This is an optimization exercise on Yosys and OpenROAD, whose aim is small area, a short achievable clock period and few clock cycles, not a production implementation. The RTL of this run was laid out without a check of its function.

`design/flow/design.v`:
```
module coat_rs_dec (
    input  wire         clk,
    input  wire         rst,           
    input  wire         in_valid,
    output wire         in_ready,
    input  wire         in_profile,    
    input  wire [639:0] in_word,       
    output reg          out_valid,
    output reg  [1:0]   out_status,    
    output wire [639:0] out_word,
    output reg  [3:0]   out_nsym,      
    output reg          out_dev_valid,
    output reg  [3:0]   out_dev
);
    function [7:0] gf_mul;
        input [7:0] a;
        input [7:0] b;
        integer i;
        reg [7:0] p;
        reg [7:0] aa;
        begin
            p  = 8'h00;
            aa = a;
            for (i = 0; i < 8; i = i + 1) begin
                if (b[i]) p = p ^ aa;
                aa = {aa[6:0], 1'b0} ^ (aa[7] ? 8'h1d : 8'h00);
            end
            gf_mul = p;
        end
    endfunction
    function [7:0] gf_inv;
        input [7:0] a;
        begin
            case (a)
      8'h00: gf_inv = 8'h00;
      8'h01: gf_inv = 8'h01;
      8'h02: gf_inv = 8'h8e;
      8'h03: gf_inv = 8'hf4;
      8'h04: gf_inv = 8'h47;
      8'h05: gf_inv = 8'ha7;
      8'h06: gf_inv = 8'h7a;
      8'h07: gf_inv = 8'hba;
      8'h08: gf_inv = 8'had;
      8'h09: gf_inv = 8'h9d;
      8'h0a: gf_inv = 8'hdd;
      8'h0b: gf_inv = 8'h98;
      8'h0c: gf_inv = 8'h3d;
      8'h0d: gf_inv = 8'haa;
      8'h0e: gf_inv = 8'h5d;
      8'h0f: gf_inv = 8'h96;
      8'h10: gf_inv = 8'hd8;
      8'h11: gf_inv = 8'h72;
      8'h12: gf_inv = 8'hc0;
      8'h13: gf_inv = 8'h58;
      8'h14: gf_inv = 8'he0;
      8'h15: gf_inv = 8'h3e;
      8'h16: gf_inv = 8'h4c;
      8'h17: gf_inv = 8'h66;
      8'h18: gf_inv = 8'h90;
      8'h19: gf_inv = 8'hde;
      8'h1a: gf_inv = 8'h55;
      8'h1b: gf_inv = 8'h80;
      8'h1c: gf_inv = 8'ha0;
      8'h1d: gf_inv = 8'h83;
      8'h1e: gf_inv = 8'h4b;
      8'h1f: gf_inv = 8'h2a;
      8'h20: gf_inv = 8'h6c;
      8'h21: gf_inv = 8'hed;
      8'h22: gf_inv = 8'h39;
      8'h23: gf_inv = 8'h51;
      8'h24: gf_inv = 8'h60;
      8'h25: gf_inv = 8'h56;
      8'h26: gf_inv = 8'h2c;
      8'h27: gf_inv = 8'h8a;
      8'h28: gf_inv = 8'h70;
      8'h29: gf_inv = 8'hd0;
      8'h2a: gf_inv = 8'h1f;
      8'h2b: gf_inv = 8'h4a;
      8'h2c: gf_inv = 8'h26;
      8'h2d: gf_inv = 8'h8b;
      8'h2e: gf_inv = 8'h33;
      8'h2f: gf_inv = 8'h6e;
      8'h30: gf_inv = 8'h48;
      8'h31: gf_inv = 8'h89;
      8'h32: gf_inv = 8'h6f;
      8'h33: gf_inv = 8'h2e;
      8'h34: gf_inv = 8'ha4;
      8'h35: gf_inv = 8'hc3;
      8'h36: gf_inv = 8'h40;
      8'h37: gf_inv = 8'h5e;
      8'h38: gf_inv = 8'h50;
      8'h39: gf_inv = 8'h22;
      8'h3a: gf_inv = 8'hcf;
      8'h3b: gf_inv = 8'ha9;
      8'h3c: gf_inv = 8'hab;
      8'h3d: gf_inv = 8'h0c;
      8'h3e: gf_inv = 8'h15;
      8'h3f: gf_inv = 8'he1;
      8'h40: gf_inv = 8'h36;
      8'h41: gf_inv = 8'h5f;
      8'h42: gf_inv = 8'hf8;
      8'h43: gf_inv = 8'hd5;
      8'h44: gf_inv = 8'h92;
      8'h45: gf_inv = 8'h4e;
      8'h46: gf_inv = 8'ha6;
      8'h47: gf_inv = 8'h04;
      8'h48: gf_inv = 8'h30;
      8'h49: gf_inv = 8'h88;
      8'h4a: gf_inv = 8'h2b;
      8'h4b: gf_inv = 8'h1e;
      8'h4c: gf_inv = 8'h16;
      8'h4d: gf_inv = 8'h67;
      8'h4e: gf_inv = 8'h45;
      8'h4f: gf_inv = 8'h93;
      8'h50: gf_inv = 8'h38;
      8'h51: gf_inv = 8'h23;
      8'h52: gf_inv = 8'h68;
      8'h53: gf_inv = 8'h8c;
      8'h54: gf_inv = 8'h81;
      8'h55: gf_inv = 8'h1a;
      8'h56: gf_inv = 8'h25;
      8'h57: gf_inv = 8'h61;
      8'h58: gf_inv = 8'h13;
      8'h59: gf_inv = 8'hc1;
      8'h5a: gf_inv = 8'hcb;
      8'h5b: gf_inv = 8'h63;
      8'h5c: gf_inv = 8'h97;
      8'h5d: gf_inv = 8'h0e;
      8'h5e: gf_inv = 8'h37;
      8'h5f: gf_inv = 8'h41;
      8'h60: gf_inv = 8'h24;
      8'h61: gf_inv = 8'h57;
      8'h62: gf_inv = 8'hca;
      8'h63: gf_inv = 8'h5b;
      8'h64: gf_inv = 8'hb9;
      8'h65: gf_inv = 8'hc4;
      8'h66: gf_inv = 8'h17;
      8'h67: gf_inv = 8'h4d;
      8'h68: gf_inv = 8'h52;
      8'h69: gf_inv = 8'h8d;
      8'h6a: gf_inv = 8'hef;
      8'h6b: gf_inv = 8'hb3;
      8'h6c: gf_inv = 8'h20;
      8'h6d: gf_inv = 8'hec;
      8'h6e: gf_inv = 8'h2f;
      8'h6f: gf_inv = 8'h32;
      8'h70: gf_inv = 8'h28;
      8'h71: gf_inv = 8'hd1;
      8'h72: gf_inv = 8'h11;
      8'h73: gf_inv = 8'hd9;
      8'h74: gf_inv = 8'he9;
      8'h75: gf_inv = 8'hfb;
      8'h76: gf_inv = 8'hda;
      8'h77: gf_inv = 8'h79;
      8'h78: gf_inv = 8'hdb;
      8'h79: gf_inv = 8'h77;
      8'h7a: gf_inv = 8'h06;
      8'h7b: gf_inv = 8'hbb;
      8'h7c: gf_inv = 8'h84;
      8'h7d: gf_inv = 8'hcd;
      8'h7e: gf_inv = 8'hfe;
      8'h7f: gf_inv = 8'hfc;
      8'h80: gf_inv = 8'h1b;
      8'h81: gf_inv = 8'h54;
      8'h82: gf_inv = 8'ha1;
      8'h83: gf_inv = 8'h1d;
      8'h84: gf_inv = 8'h7c;
      8'h85: gf_inv = 8'hcc;
      8'h86: gf_inv = 8'he4;
      8'h87: gf_inv = 8'hb0;
      8'h88: gf_inv = 8'h49;
      8'h89: gf_inv = 8'h31;
      8'h8a: gf_inv = 8'h27;
      8'h8b: gf_inv = 8'h2d;
      8'h8c: gf_inv = 8'h53;
      8'h8d: gf_inv = 8'h69;
      8'h8e: gf_inv = 8'h02;
      8'h8f: gf_inv = 8'hf5;
      8'h90: gf_inv = 8'h18;
      8'h91: gf_inv = 8'hdf;
      8'h92: gf_inv = 8'h44;
      8'h93: gf_inv = 8'h4f;
      8'h94: gf_inv = 8'h9b;
      8'h95: gf_inv = 8'hbc;
      8'h96: gf_inv = 8'h0f;
      8'h97: gf_inv = 8'h5c;
      8'h98: gf_inv = 8'h0b;
      8'h99: gf_inv = 8'hdc;
      8'h9a: gf_inv = 8'hbd;
      8'h9b: gf_inv = 8'h94;
      8'h9c: gf_inv = 8'hac;
      8'h9d: gf_inv = 8'h09;
      8'h9e: gf_inv = 8'hc7;
      8'h9f: gf_inv = 8'ha2;
      8'ha0: gf_inv = 8'h1c;
      8'ha1: gf_inv = 8'h82;
      8'ha2: gf_inv = 8'h9f;
      8'ha3: gf_inv = 8'hc6;
      8'ha4: gf_inv = 8'h34;
      8'ha5: gf_inv = 8'hc2;
      8'ha6: gf_inv = 8'h46;
      8'ha7: gf_inv = 8'h05;
      8'ha8: gf_inv = 8'hce;
      8'ha9: gf_inv = 8'h3b;
      8'haa: gf_inv = 8'h0d;
      8'hab: gf_inv = 8'h3c;
      8'hac: gf_inv = 8'h9c;
      8'had: gf_inv = 8'h08;
      8'hae: gf_inv = 8'hbe;
      8'haf: gf_inv = 8'hb7;
      8'hb0: gf_inv = 8'h87;
      8'hb1: gf_inv = 8'he5;
      8'hb2: gf_inv = 8'hee;
      8'hb3: gf_inv = 8'h6b;
      8'hb4: gf_inv = 8'heb;
      8'hb5: gf_inv = 8'hf2;
      8'hb6: gf_inv = 8'hbf;
      8'hb7: gf_inv = 8'haf;
      8'hb8: gf_inv = 8'hc5;
      8'hb9: gf_inv = 8'h64;
      8'hba: gf_inv = 8'h07;
      8'hbb: gf_inv = 8'h7b;
      8'hbc: gf_inv = 8'h95;
      8'hbd: gf_inv = 8'h9a;
      8'hbe: gf_inv = 8'hae;
      8'hbf: gf_inv = 8'hb6;
      8'hc0: gf_inv = 8'h12;
      8'hc1: gf_inv = 8'h59;
      8'hc2: gf_inv = 8'ha5;
      8'hc3: gf_inv = 8'h35;
      8'hc4: gf_inv = 8'h65;
      8'hc5: gf_inv = 8'hb8;
      8'hc6: gf_inv = 8'ha3;
      8'hc7: gf_inv = 8'h9e;
      8'hc8: gf_inv = 8'hd2;
      8'hc9: gf_inv = 8'hf7;
      8'hca: gf_inv = 8'h62;
      8'hcb: gf_inv = 8'h5a;
      8'hcc: gf_inv = 8'h85;
      8'hcd: gf_inv = 8'h7d;
      8'hce: gf_inv = 8'ha8;
      8'hcf: gf_inv = 8'h3a;
      8'hd0: gf_inv = 8'h29;
      8'hd1: gf_inv = 8'h71;
      8'hd2: gf_inv = 8'hc8;
      8'hd3: gf_inv = 8'hf6;
      8'hd4: gf_inv = 8'hf9;
      8'hd5: gf_inv = 8'h43;
      8'hd6: gf_inv = 8'hd7;
      8'hd7: gf_inv = 8'hd6;
      8'hd8: gf_inv = 8'h10;
      8'hd9: gf_inv = 8'h73;
      8'hda: gf_inv = 8'h76;
      8'hdb: gf_inv = 8'h78;
      8'hdc: gf_inv = 8'h99;
      8'hdd: gf_inv = 8'h0a;
      8'hde: gf_inv = 8'h19;
      8'hdf: gf_inv = 8'h91;
      8'he0: gf_inv = 8'h14;
      8'he1: gf_inv = 8'h3f;
      8'he2: gf_inv = 8'he6;
      8'he3: gf_inv = 8'hf0;
      8'he4: gf_inv = 8'h86;
      8'he5: gf_inv = 8'hb1;
      8'he6: gf_inv = 8'he2;
      8'he7: gf_inv = 8'hf1;
      8'he8: gf_inv = 8'hfa;
      8'he9: gf_inv = 8'h74;
      8'hea: gf_inv = 8'hf3;
      8'heb: gf_inv = 8'hb4;
      8'hec: gf_inv = 8'h6d;
      8'hed: gf_inv = 8'h21;
      8'hee: gf_inv = 8'hb2;
      8'hef: gf_inv = 8'h6a;
      8'hf0: gf_inv = 8'he3;
      8'hf1: gf_inv = 8'he7;
      8'hf2: gf_inv = 8'hb5;
      8'hf3: gf_inv = 8'hea;
      8'hf4: gf_inv = 8'h03;
      8'hf5: gf_inv = 8'h8f;
      8'hf6: gf_inv = 8'hd3;
      8'hf7: gf_inv = 8'hc9;
      8'hf8: gf_inv = 8'h42;
      8'hf9: gf_inv = 8'hd4;
      8'hfa: gf_inv = 8'he8;
      8'hfb: gf_inv = 8'h75;
      8'hfc: gf_inv = 8'h7f;
      8'hfd: gf_inv = 8'hff;
      8'hfe: gf_inv = 8'h7e;
      8'hff: gf_inv = 8'hfd;
            endcase
        end
    endfunction
    function [7:0] alpha_pos;
        input integer k;
        begin
            case (k)
                0: alpha_pos = 8'h01;  1: alpha_pos = 8'h02;  2: alpha_pos = 8'h04;  3: alpha_pos = 8'h08;
                4: alpha_pos = 8'h10;  5: alpha_pos = 8'h20;  6: alpha_pos = 8'h40;  7: alpha_pos = 8'h80;
                8: alpha_pos = 8'h1d;  9: alpha_pos = 8'h3a; 10: alpha_pos = 8'h74; 11: alpha_pos = 8'he8;
               12: alpha_pos = 8'hcd; 13: alpha_pos = 8'h87; 14: alpha_pos = 8'h13; default: alpha_pos = 8'h26;
            endcase
        end
    endfunction
    function [7:0] alpha_neg;
        input integer i;
        begin
            case (i)
                0: alpha_neg = 8'h01; 1: alpha_neg = 8'h8e; 2: alpha_neg = 8'h47;
                3: alpha_neg = 8'had; 4: alpha_neg = 8'hd8; 5: alpha_neg = 8'h6c;
                6: alpha_neg = 8'h36; 7: alpha_neg = 8'h1b; default: alpha_neg = 8'h83;
            endcase
        end
    endfunction
    function [7:0] mask_syn;
        input       skim;
        input integer k;
        begin
            if (!skim) begin
                case (k)
                    0: mask_syn = 8'ha4;  1: mask_syn = 8'h71;  2: mask_syn = 8'h34;  3: mask_syn = 8'h1f;
                    4: mask_syn = 8'h86;  5: mask_syn = 8'h2e;  6: mask_syn = 8'h97;  7: mask_syn = 8'h0d;
                    8: mask_syn = 8'he6;  9: mask_syn = 8'h52; 10: mask_syn = 8'hf7; 11: mask_syn = 8'h7c;
                   12: mask_syn = 8'h19; 13: mask_syn = 8'hfa; 14: mask_syn = 8'hdc; default: mask_syn = 8'h42;
                endcase
            end else begin
                case (k)
                    0: mask_syn = 8'h80;  1: mask_syn = 8'h28;  2: mask_syn = 8'h8f;  3: mask_syn = 8'hd2;
                    4: mask_syn = 8'h7c;  5: mask_syn = 8'h7c;  6: mask_syn = 8'h12;  7: mask_syn = 8'h5f;
                    default: mask_syn = 8'h00;
                endcase
            end
        end
    endfunction
    function [6:0] cw_index;
        input       skim;
        input [6:0] j;
        begin
            if (!skim)
                cw_index = (j < 7'd16) ? (j + 7'd64) : (j - 7'd16);
            else if (j < 7'd8)
                cw_index = j + 7'd64;
            else if (j < 7'd72)
                cw_index = j - 7'd8;
            else
                cw_index = j;
        end
    endfunction
    localparam [2:0] S_IDLE  = 3'd0,
                     S_SYN   = 3'd1,
                     S_BM    = 3'd2,
                     S_OMEGA = 3'd3,
                     S_CHIEN = 3'd4,
                     S_CHECK = 3'd5,
                     S_FIX   = 3'd6,
                     S_DONE  = 3'd7;
    reg  [2:0]   state;
    reg  [6:0]   cnt;
    reg          skim;
    reg          pass;         
    reg  [639:0] word;
    reg  [127:0] syn;          
    reg  [71:0]  lam;          
    reg  [71:0]  bpol;         
    reg  [7:0]   gam;
    reg  [4:0]   len;          
    reg  [63:0]  om;           
    reg  [55:0]  fix_pos;      
    reg  [63:0]  fix_val;      
    reg  [3:0]   nfix;
    reg          over;         
    reg  [3:0]   fix_i;
    wire [4:0]   nroots = skim ? 5'd8 : 5'd16;    
    wire [4:0]   tcap   = skim ? 5'd4 : 5'd8;     
    assign in_ready = (state == S_IDLE);
    assign out_word = word;
    wire [127:0] syn_cur;
    genvar gk;
    generate
        for (gk = 0; gk < 16; gk = gk + 1) begin : g_syn_cur
            assign syn_cur[8*gk +: 8] = syn[8*gk +: 8] ^ (pass ? 8'h00 : mask_syn(skim, gk));
        end
    endgenerate
    wire syn_zero = skim ? (syn[63:0] == 64'd0) : (syn == 128'd0);
    wire [6:0]   sym_idx = cw_index(skim, cnt);
    wire [7:0]   sym     = word[8*sym_idx +: 8];
    wire [127:0] syn_next;
    generate
        for (gk = 0; gk < 16; gk = gk + 1) begin : g_syn_step
            assign syn_next[8*gk +: 8] = gf_mul(syn[8*gk +: 8], alpha_pos(gk)) ^ sym;
        end
    endgenerate
    reg  [7:0] dot;
    integer di;
    always @(*) begin
        dot = 8'h00;
        for (di = 0; di < 9; di = di + 1)
            if (cnt >= di && (cnt - di) < 16)
                dot = dot ^ gf_mul(lam[8*di +: 8], syn_cur[8*(cnt - di) +: 8]);
    end
    wire [71:0] xb = {bpol[63:0], 8'h00};
    wire [71:0] lam_bm;
    generate
        for (gk = 0; gk < 9; gk = gk + 1) begin : g_bm
            assign lam_bm[8*gk +: 8] = gf_mul(gam, lam[8*gk +: 8]) ^ gf_mul(dot, xb[8*gk +: 8]);
        end
    endgenerate
    wire bm_grow = (dot != 8'h00) && ({len, 1'b0} <= {1'b0, cnt[4:0]});
    reg  [7:0] lam_sum, lam_odd, om_sum;
    integer ci;
    always @(*) begin
        lam_sum = 8'h00;
        lam_odd = 8'h00;
        om_sum  = 8'h00;
        for (ci = 0; ci < 9; ci = ci + 1) begin
            lam_sum = lam_sum ^ lam[8*ci +: 8];
            if (ci % 2 == 1) lam_odd = lam_odd ^ lam[8*ci +: 8];
        end
        for (ci = 0; ci < 8; ci = ci + 1)
            om_sum = om_sum ^ om[8*ci +: 8];
    end
    wire       is_root = (lam_sum == 8'h00);
    wire [7:0] err_val = gf_mul(om_sum, gf_inv(lam_odd));
    wire [71:0] lam_step;
    wire [63:0] om_step;
    generate
        for (gk = 0; gk < 9; gk = gk + 1) begin : g_chien_l
            assign lam_step[8*gk +: 8] = gf_mul(lam[8*gk +: 8], alpha_neg(gk));
        end
        for (gk = 0; gk < 8; gk = gk + 1) begin : g_chien_o
            assign om_step[8*gk +: 8] = gf_mul(om[8*gk +: 8], alpha_neg(gk));
        end
    endgenerate
    wire decode_ok = !over && (len <= tcap) && ({1'b0, nfix} == len);
    reg       same_dev;
    integer   fi;
    always @(*) begin
        same_dev = 1'b1;
        for (fi = 1; fi < 8; fi = fi + 1)
            if (fi < nfix && fix_pos[7*fi + 3 +: 4] != fix_pos[3 +: 4])
                same_dev = 1'b0;
    end
    always @(posedge clk) begin
        out_valid <= 1'b0;
        if (rst) begin
            state         <= S_IDLE;
            out_valid     <= 1'b0;
            out_status    <= 2'd0;
            out_nsym      <= 4'd0;
            out_dev_valid <= 1'b0;
            out_dev       <= 4'd0;
        end else begin
            case (state)
                S_IDLE: begin
                    if (in_valid) begin
                        word  <= in_word;
                        skim  <= in_profile;
                        syn   <= 128'd0;
                        cnt   <= 7'd79;
                        state <= S_SYN;
                    end
                end
                S_SYN: begin
                    syn <= syn_next;
                    if (cnt == 7'd0) begin
                        state <= S_CHECK;
                        pass  <= 1'b0;
                        fix_i <= 4'd0;
                        nfix  <= 4'd0;
                        len   <= 5'd0;
                        over  <= 1'b0;
                    end else begin
                        cnt <= cnt - 7'd1;
                    end
                end
                S_CHECK: begin
                    if (fix_i == 4'd0) begin
                        if (syn_zero) begin
                            out_status    <= 2'd0;
                            out_nsym      <= 4'd0;
                            out_dev_valid <= 1'b0;
                            state         <= S_DONE;
                        end else begin
                            fix_i <= 4'd1;
                            pass  <= 1'b0;
                            lam   <= 72'h01;
                            bpol  <= 72'h01;
                            gam   <= 8'h01;
                            len   <= 5'd0;
                            cnt   <= 7'd0;
                            state <= S_BM;
                        end
                    end else begin
                        if (decode_ok) begin
                            out_status    <= pass ? 2'd1 : 2'd2;
                            out_nsym      <= nfix;
                            out_dev_valid <= pass && !skim && (nfix >= 4'd3) && same_dev;
                            out_dev       <= fix_pos[3 +: 4];
                            fix_i         <= 4'd0;
                            state         <= S_FIX;
                        end else if (!pass) begin
                            pass  <= 1'b1;
                            lam   <= 72'h01;
                            bpol  <= 72'h01;
                            gam   <= 8'h01;
                            len   <= 5'd0;
                            nfix  <= 4'd0;
                            over  <= 1'b0;
                            cnt   <= 7'd0;
                            state <= S_BM;
                        end else begin
                            out_status    <= 2'd3;
                            out_nsym      <= 4'd0;
                            out_dev_valid <= 1'b0;
                            state         <= S_DONE;
                        end
                    end
                end
                S_BM: begin
                    lam <= lam_bm;
                    if (bm_grow) begin
                        bpol <= lam;
                        len  <= {cnt[4:0]} + 5'd1 - len;
                        gam  <= dot;
                    end else begin
                        bpol <= xb;
                    end
                    if (cnt[4:0] == nroots - 5'd1) begin
                        cnt   <= 7'd0;
                        state <= S_OMEGA;
                    end else begin
                        cnt <= cnt + 7'd1;
                    end
                end
                S_OMEGA: begin
                    om[8*cnt[2:0] +: 8] <= dot;
                    if (cnt[2:0] == 3'd7) begin
                        cnt   <= 7'd0;
                        nfix  <= 4'd0;
                        over  <= 1'b0;
                        state <= S_CHIEN;
                    end else begin
                        cnt <= cnt + 7'd1;
                    end
                end
                S_CHIEN: begin
                    lam <= lam_step;
                    om  <= om_step;
                    if (is_root) begin
                        if (nfix == 4'd8) begin
                            over <= 1'b1;
                        end else begin
                            fix_pos[7*nfix +: 7] <= cw_index(skim, cnt);
                            fix_val[8*nfix +: 8] <= err_val;
                            nfix <= nfix + 4'd1;
                        end
                    end
                    if (cnt == 7'd79) begin
                        fix_i <= 4'd1;
                        state <= S_CHECK;
                    end else begin
                        cnt <= cnt + 7'd1;
                    end
                end
                S_FIX: begin
                    if (fix_i == nfix) begin
                        state <= S_DONE;
                    end else begin
                        word[8*fix_pos[7*fix_i +: 7] +: 8] <= word[8*fix_pos[7*fix_i +: 7] +: 8] ^ fix_val[8*fix_i +: 8];
                        fix_i <= fix_i + 4'd1;
                    end
                end
                S_DONE: begin
                    out_valid <= 1'b1;
                    state     <= S_IDLE;
                end
                default: state <= S_IDLE;
            endcase
        end
    end
endmodule
```
`design/flow/run.sh`:
```
#!/bin/bash
# synth_recipe.tcl (not shown) runs the flow's synth.tcl, then flattens the netlist and writes it again
# the make line also repeats each setting of config.mk as NAME=value (left out here)
make -C /OpenROAD-flow-scripts/flow DESIGN_CONFIG=/design/flow/config.mk WORK_HOME=/design/flow/orfs CLKGATE_MAP_FILE= SYNTH_SCRIPT=/design/flow/synth_recipe.tcl finish
```
`design/flow/config.mk`:
```
export PLATFORM = sky130hd
export DESIGN_NAME = coat_rs_dec
export DESIGN_NICKNAME = coat_rs_dec
export VERILOG_FILES = /design/flow/design.v
export SDC_FILE = /design/flow/constraint.sdc
export NUM_CORES = 4
export LEC_CHECK = 0
export CAP_MARGIN = 20
export CORE_MARGIN = 2
export CORE_UTILIZATION = 25
export PLACE_DENSITY = 0.45
export SLEW_MARGIN = 20
```
`design/flow/constraint.sdc`:
```
create_clock -name core_clock -period 9.0 [get_ports {clk}]
set_input_delay 1.8000 -clock core_clock [delete_from_list [all_inputs] [get_ports {clk}]]
set_output_delay 1.8000 -clock core_clock [all_outputs]
set_load 0.01 [all_outputs]
```
==> impl_metrics.yaml <==
worst_setup_path:
  slowest_stage: "nor3_1"
  critPathKind: "reg -> reg"
  crit_path_start_kind: "register"
  required_ps: 9680
  path_buf_inv: 5
  end_kind: "register"
  cp_slowest_stage_delay_ps: 680
  cpMostUsedCell: "nor2_1"
  critPathTopFamily: "XOR/XNOR gates"
  critPathMaxFanout: 22
  cp_cell_sequence: "clkinv_2 -> ha_1 -> buf_4 -> inv_1 -> buf_4 -> nor2_1 -> a222oi_1 -> nor2_1 -> nor3_1 -> nor2_1 -> xor2_1 -> xnor3_1 -> nand2_1 -> xnor2_1 -> xor3_1 -> xnor3_2 -> xnor2_4 -> xor2_4 -> buf_12 -> xnor2_2 -> nand2_1 -> xnor2_1 -> xnor3_1 -> o22ai_1"
  arrival_ps: 9050
outcome:
  status: "finished clean"
clocking:
  clkSinkCount: 1134
  numCtsBuffers: 160
  cts_resized: 0
  root_buffer: "clkbuf_16"
  h-tree-depth: 4
  clk_pin_slew_worst_paths_ps: 60
  insertion_delay_ps: 940
  clockBufferDepth: 4
  postCtsSetupBuffers: 0
  cts_hold_buffers: 0
  cts_tree: "done"
sta:
  worstMarginPinSlew_ps: 1310
  hold_viol: 0
  setup_viol: 0
  clock-skew-final_ps: 127
  rsz0062_at_grt: "false"
  fmax_mhz: 119
  period_share_pct: 93.0
  tns_ps: 0
  finalCriticalPeriod_ps: 8370
  timing.slew.headroom_pct: 10.1
  report.final.slew_viol_count: 0
die:
  num_rows: 248
  fp.dieArea_um2: 462000
  die_w_um: 680
  start_util_pct: 25.1
  boundaryPins: 1297
  coreArea_um2: 456000
  die_y_um: 680
synthesis:
  async_flop_share_pct: 0
  synth_flop_cell: "edfxtp_1"
  synth_edf_count: 1119
  ys_ff_latch: 1134
  synth_cells: 12800
  synth.distinct_cells: 114
  synth_area_um2: 114000
  ys_seq_area_share_pct: 29.7
  synth_nets: 13600
  postSynthAreaPerCell_um2: 8.90
  ys_warn_count: 1
placement:
  gp_congestion: 1.04
  hpwl_mm: 559
  port_buffers: 1296
  dp_cells: 19500
global_route:
  grt_usage_pct: 30.0
  grt_max_degree: 233
  grt_overflow: 0
  grt_pass1_vias: 103000
  antenna_found_initial: 140
  grt_pass1_wl_mm: 960
finish:
  nFillCells: 48200
  fin_nets: 14400
  layout.cells.non_filler: 19900
  seq_area_um2: 33900
  area_delta_synth_final_pct: 22.9
  multiInputGateArea_um2: 75900
  drive_gt1_share_pct: 9.68
routing:
  wl_mm: 724
  ant_nets: 0
  wl_per_cell_um: 36.4
  firstDrtPassIters: 8
  vias: 111000
  avgViaCountPerCell: 5.57
  route.detailed.drc: 0
  drt_iter0_drc: 14300
min_path:
  hp-class: "reg -> reg"
job:
  maxCapViolCount: 0
[cell usage in the layout (no fill, tap or decap), types with 98 or more instances in the layout]
cell type / n
o21ai_0: 1161
mux4_2: 329
xor2_1: 468
clkdlybuf4s50_1: 1296
xnor2_1: 1702
clkbuf_16: 164
mux2i_1: 1107
nor2_1: 769
o22ai_1: 99
buf_4: 493
diode_2: 114
nand2_1: 2367
edfxtp_1: 1119
nand3_1: 190
o211ai_1: 98
nor3_1: 139
a21oi_1: 322
a22oi_1: 142
xnor3_1: 113
[logic make-up after synthesis]
kind of cell | synth area share [%]
flip-flops | 29.7
XOR/XNOR | 19.9
buffers and inverters | 4.52
AO/OA/AOI/OAI | 13.3
multiplexers | 16.9
AND/OR/NAND/NOR | 15.0
adder cells (fa/ha/maj) | 0.729
[flip-flops by register name, indices dropped and copies added, names as in the netlist, 5 cells and up]
register  count
len           5
cnt           7
bpol         64
fix_val      64
lam          72
fix_pos      56
gam           8
syn         128
word        640
om           64
[layer usage]
layer / vias up / share of wire [%] / global-route usage (%)
met5: - / 0.079 / 0
met4: 88 / 9.5 / 23.4
met3: 1507 / 7.9 / 5.79
met2: 6249 / 44 / 46.3
met1: 55700 / 39 / 36.7
li1: 47300 / - / -
[path summary, 6_finish.rpt]
kind | from | end | slack (ps) | cells after the start
min | out_nsym[2] | out_nsym[2] | 450 | 2
max reg2reg | cnt[1] | lam[19] | 630 | 24
max | cnt[1] | lam[19] | 630 | 24
min reg2reg | out_nsym[2] | out_nsym[2] | 450 | 2
[area by class of cell]
| type | instances | share of cell area, % |
|---|---|---|
| Antenna cell | 114 | 0.203 |
| Clock buffer | 206 | 3.03 |
| Clock inverter | 78 | 0.455 |
| Inverter | 109 | 0.295 |
| Multi-Input combinational cell | 10400 | 54.0 |
| Sequential cell | 1134 | 24.1 |
| Tap cell | 6000 | 5.35 |
| Timing Repair Buffer | 1833 | 12.5 |
[per-stage QoR]
stage	hold slack [ps]	instance area [µm²]	setup slack, ps	util (%)
floorplan	473	114000	-8550	-
global placement	442	135000	225	29.6
detailed placement	448	135000	899	29.7
CTS	455	140000	856	30.7
global route	479	140000	156	30.8
finish	453	140000	626	30.8
[worst register-to-register path, cell delays in order, from the launching register on]
cell	delay, ps
edfxtp_1	630
clkinv_2	170
ha_1	440
buf_4	280
inv_1	320
buf_4	330
nor2_1	180
a222oi_1	440
nor2_1	150
nor3_1	690
nor2_1	110
xor2_1	200
xnor3_1	380
nand2_1	60
xnor2_1	570
xor3_1	560
xnor3_2	580
xnor2_4	360
xor2_4	120
buf_12	190
xnor2_2	530
nand2_1	140
xnor2_1	270
xnor3_1	350
o22ai_1	160
[Yosys cell counts (50+ instances only)]
library cell  instances  area share (%)
o21ai_0            1161             5.1
o22ai_1              99            0.54
xnor3_1             114             2.2
a211oi_1             81            0.53
nor3_1              144            0.63
nand2_1            2372             7.8
mux2_2               63            0.62
a311oi_1             55            0.42
xor2_1              474             3.6
mux2i_1            1121             9.8
edfxtp_1           1119              29
nand3_1             190            0.83
and3_1               50            0.27
nor2b_1              88            0.48
buf_1               147            0.48
a221oi_1             70            0.54
nand2b_1             88            0.48
o211ai_1             98            0.64
nor2_1              779             2.6
a31oi_1              65            0.36
a21oi_1             328             1.4
a22oi_1             150            0.99
ha_1                 65            0.71
inv_1                93            0.31
xnor2_1            1725              13
mux4_2              329             6.5
and2_1               75            0.41
clkbuf_1            871             2.9
nor4_1               51            0.28
buf_2               105            0.46

static timing again, ports no longer ideal:
Ports are ideal in the flow. The routed layout listed here was re-timed in OpenROAD. Step 1 assumes that a clkbuf_16 drives the clock port and a buf_2 every other input. Step 2 moves the port delays by t, midway between the first and last clock arrival at a register: inputs arrive t later, outputs are due t later. That takes back most of the time a late clock gives input paths. Three values: ideal ports, drivers, drivers and shift; two values: the first two.
t (ns): 1.006
slack for setup (ns): 0.626 / 0.626 / 0.626
worst setup path after step 2: register to register
slew at the worst register clock pin (ns): 0.08 / 0.08
After both steps this run still meets setup and hold. The setup slack of this run moves by 0.000 ns with the drivers and by 0.000 ns with both steps.
